Source: an optimization exercise on an open RTL-to-GDS flow (aim: small area and a short achievable clock period). Production flows keep margins and buffers that such runs may drop. Only simulation tests tie the RTL to the original design; equivalence was not proved.

Design hdr_merge, start of the top module:
module hdr_merge (
    input  wire        clk,
    input  wire        rst,         
    input  wire        in_valid,
    input  wire        depth,       
    input  wire [1:0]  nexp,        
    input  wire [11:0] code_l,
    input  wire        cg_l,
    input  wire [11:0] code_m,
    input  wire        cg_m,
    input  wire [11:0] code_s,
    input  wire        cg_s,
    input  wire [15:0] dark_l,      
    input  wire [15:0] dark_m,
    input  wire [15:0] dark_s,
    input  wire [31:0] ratio_m,     
    input  wire [31:0] ratio_s,     
    output reg         out_valid,
    output reg  [23:0] lin,
    output reg  [1:0]  lin_src      
);
clock: 13.0 ns
lec_check: 0
cap_margin: 20
core_margin: 2
core_utilization: 50
slew_margin: 20
standard.sh (not shown) runs the stock make flow with config.mk's settings and CLKGATE_MAP_FILE= SYNTH_SCRIPT=/design/flow/synth_recipe.tcl, a recipe that flattens the netlist after the stock synthesis.
==> flow/flow/run.sh <==
#!/bin/bash
set -euo pipefail
MARGIN=$(cat flow/margin.txt)
bash standard.sh finish SETUP_SLACK_MARGIN=$MARGIN > standard_flow.log 2>&1
==> flow/flow/margin.txt <==
9
The starting point ran to the end with no violations.
==> next run, changes <==
==> flow/flow/margin.txt (replaced) <==
7
=>
- worst setup slack got worse by 0.036 ns
- final area is lower by 17%
- wire length is lower by 15%
- core utilization is lower by 12 points
- via count is lower by 7.3%
- die area stays the same
- non-clock buffer count is lower by 117
==> next run, changes <==
==> flow/run.sh (new file) <==
#!/bin/bash
# synth_recipe.tcl (not shown) runs the flow's synth.tcl, then flattens the netlist and writes it again
# the make line also repeats each setting of config.mk as NAME=value (left out here)
make -C /OpenROAD-flow-scripts/flow DESIGN_CONFIG=/design/flow/config.mk WORK_HOME=/design/flow/orfs CLKGATE_MAP_FILE= SYNTH_SCRIPT=/design/flow/synth_recipe.tcl finish
SETUP_SLACK_MARGIN = 5   (was not set)
removed: flow/flow/run.sh
removed: flow/flow/margin.txt
removed: flow/standard.sh
Outcome:
- via count shrinks by about 1.9%
- maximum frequency shrinks by about 18%
- sequential share of layout area grows by 0.42 points
- wire length shrinks by about 6%
- setup slack got worse by 1.3 ns
- cell area shrinks by about 4%

========
## lane 1
hdr_merge, a different RTL version from the one above (not shown whole).
Size in the first run: ~2,000 cells after synthesis, about 18,000 um^2 of cells after synthesis.
clock: 13.0 ns
lec_check: 0
cap_margin: 20
core_margin: 2
core_utilization: 50
slew_margin: 20
==> flow/flow/run.sh <==
#!/bin/bash
set -euo pipefail
MARGIN=7.25
PORTBUF=sky130_fd_sc_hd__buf_1
POLFIX=1
R=orfs/results/$FLOW_PLATFORM/hdr_merge/base
LIB=$FLOW_HOME/platforms/$FLOW_PLATFORM/lib/sky130_fd_sc_hd__tt_025C_1v80.lib
KNOBS=("SETUP_SLACK_MARGIN=$MARGIN" "BUFFER_PORTS_ARGS=-buffer_cell $PORTBUF" "RECOVER_POWER=100")

bash standard.sh synth "${KNOBS[@]}" > synth.log 2>&1
if [[ $POLFIX == 1 ]]; then
  cp $R/1_2_yosys.v 1_2_yosys_standard.v
  python3 flow/polfix.py 1_2_yosys_standard.v polfix.v "$LIB" > polfix.log 2>&1
  cp polfix.v $R/1_2_yosys.v
  rm -f $R/1_synth.odb
  bash standard.sh synth "${KNOBS[@]}" > synth_odb.log 2>&1
fi
bash standard.sh finish "${KNOBS[@]}" > finish.log 2>&1
Other scripts of this flow, unchanged in this note and not shown: flow/flow/polfix.py
Having completed the whole flow, lane 1 delivered a layout that passed the timing, design-rule and antenna checks.
### lane 1 -> lane 2
--- a/flow/flow/run.sh
+++ b/flow/flow/run.sh
@@ -6,5 +6,5 @@
 R=orfs/results/$FLOW_PLATFORM/hdr_merge/base
 LIB=$FLOW_HOME/platforms/$FLOW_PLATFORM/lib/sky130_fd_sc_hd__tt_025C_1v80.lib
-KNOBS=("SETUP_SLACK_MARGIN=$MARGIN" "BUFFER_PORTS_ARGS=-buffer_cell $PORTBUF" "RECOVER_POWER=100")
+KNOBS=("SETUP_SLACK_MARGIN=$MARGIN" "BUFFER_PORTS_ARGS=-buffer_cell $PORTBUF")
 
 bash standard.sh synth "${KNOBS[@]}" > synth.log 2>&1
--- outcome ---
- The detailed-route wire length was comparable across lane 1 and lane 2.
- Relative to lane 1, headroom to the max-slew limit increased by 25 points in lane 2.
- From lane 1 to lane 2 the numbers moved as follows: worst path required time has increased.
- Lane 2 went all the way through synthesis, placement and routing and the layout is clean on timing, DRC and antenna.
diff inputs: lane 2 => lane 3
--- a/flow/flow/run.sh
+++ b/flow/flow/run.sh
@@ -1,5 +1,5 @@
 #!/bin/bash
 set -euo pipefail
-MARGIN=7.25
+MARGIN=7.4
 PORTBUF=sky130_fd_sc_hd__buf_1
 POLFIX=1
[summary]
In summary, lane 3 completed successfully, with a layout that passed the timing, design-rule and antenna checks. When the final numbers for lane 2 and lane 3 were put side by side, the post-synthesis to final-layout area growth turned out to be greater in lane 3. Lane 2 -> lane 3: design area increased by a few percent. Total iterations of the first detailed-routing run | lane 3 below lane 2. The final reports for lane 3 and lane 2 show combined global-route utilization of all metal layers higher in the former. First-iteration DRC count: lane 3 worse than lane 2. [compare] base=lane 2 new=lane 3: minimum clock period after layout went down 110 ps.

========
Another version of the RTL of hdr_merge (not shown whole).
Size: roughly 2100 cells after synthesis, ~180 I/O pins, about 17000 um2 of cells after synthesis.
clock: 13.0 ns
lec_check: 0
cap_margin: 20
core_margin: 2
core_utilization: 50
setup_slack_margin: 5
slew_margin: 20
run.sh (not shown) runs the stock make flow with config.mk's settings and CLKGATE_MAP_FILE= SYNTH_SCRIPT=/design/flow/synth_recipe.tcl, a recipe that flattens the netlist after the stock synthesis.
Stock flow here: none of the scripts above is used.
The first run finished clean.
Next try:
- SETUP_SLACK_MARGIN: 5 -> unset
Result:
- final cell count stays flat
- core utilization stays flat
- maximum frequency came out lower by 3.7%
- first-iteration DRC count falls by 1.1%
- clock skew stays flat
- design area hardly moves

separate check: timing with driven ports:
In the flow no input, the clock included, has a driving cell. The finished layouts below were timed again as built, in two steps. Step 1 sets driving cells, clkbuf_16 on the clock port and buf_2 on the other inputs (assumed; they add their load-dependent delay and slew). Step 2 times the ports against the registers' clock, not the clock port: input delays grow and output delays shrink by t, the midpoint of the rising clock arrivals with the driver on. Slacks: ideal ports / drivers / drivers and shift; pairs: ideal ports / drivers.
run | t, ns | setup slack, ns | cell pins on the clock port's net
the first run of note 1 | 0.423 | 7.031 / 6.977 / 6.978 | 1
the second run of note 1 | 0.434 | 6.994 / 6.942 / 6.692 | 1
the third run of note 1 | 0.437 | 5.663 / 5.610 / 5.877 | 1
lane 1 | 0.455 | 4.715 / 4.715 / 4.715 | 1
lane 2 | 0.453 | 7.361 / 7.297 / 6.844 | 1
lane 3 | 0.440 | 7.474 / 7.490 / 7.051 | 1
the first run of note 3 | 0.414 | 5.371 / 5.371 / 5.209 | 1
the second run of note 3 | 0.415 | 5.080 / 5.080 / 4.972 | 1
After both steps setup and hold are still met in every run listed. For lane 2, which loses most, drivers alone change the setup slack by -0.064 ns; drivers and shift together by -0.517 ns.
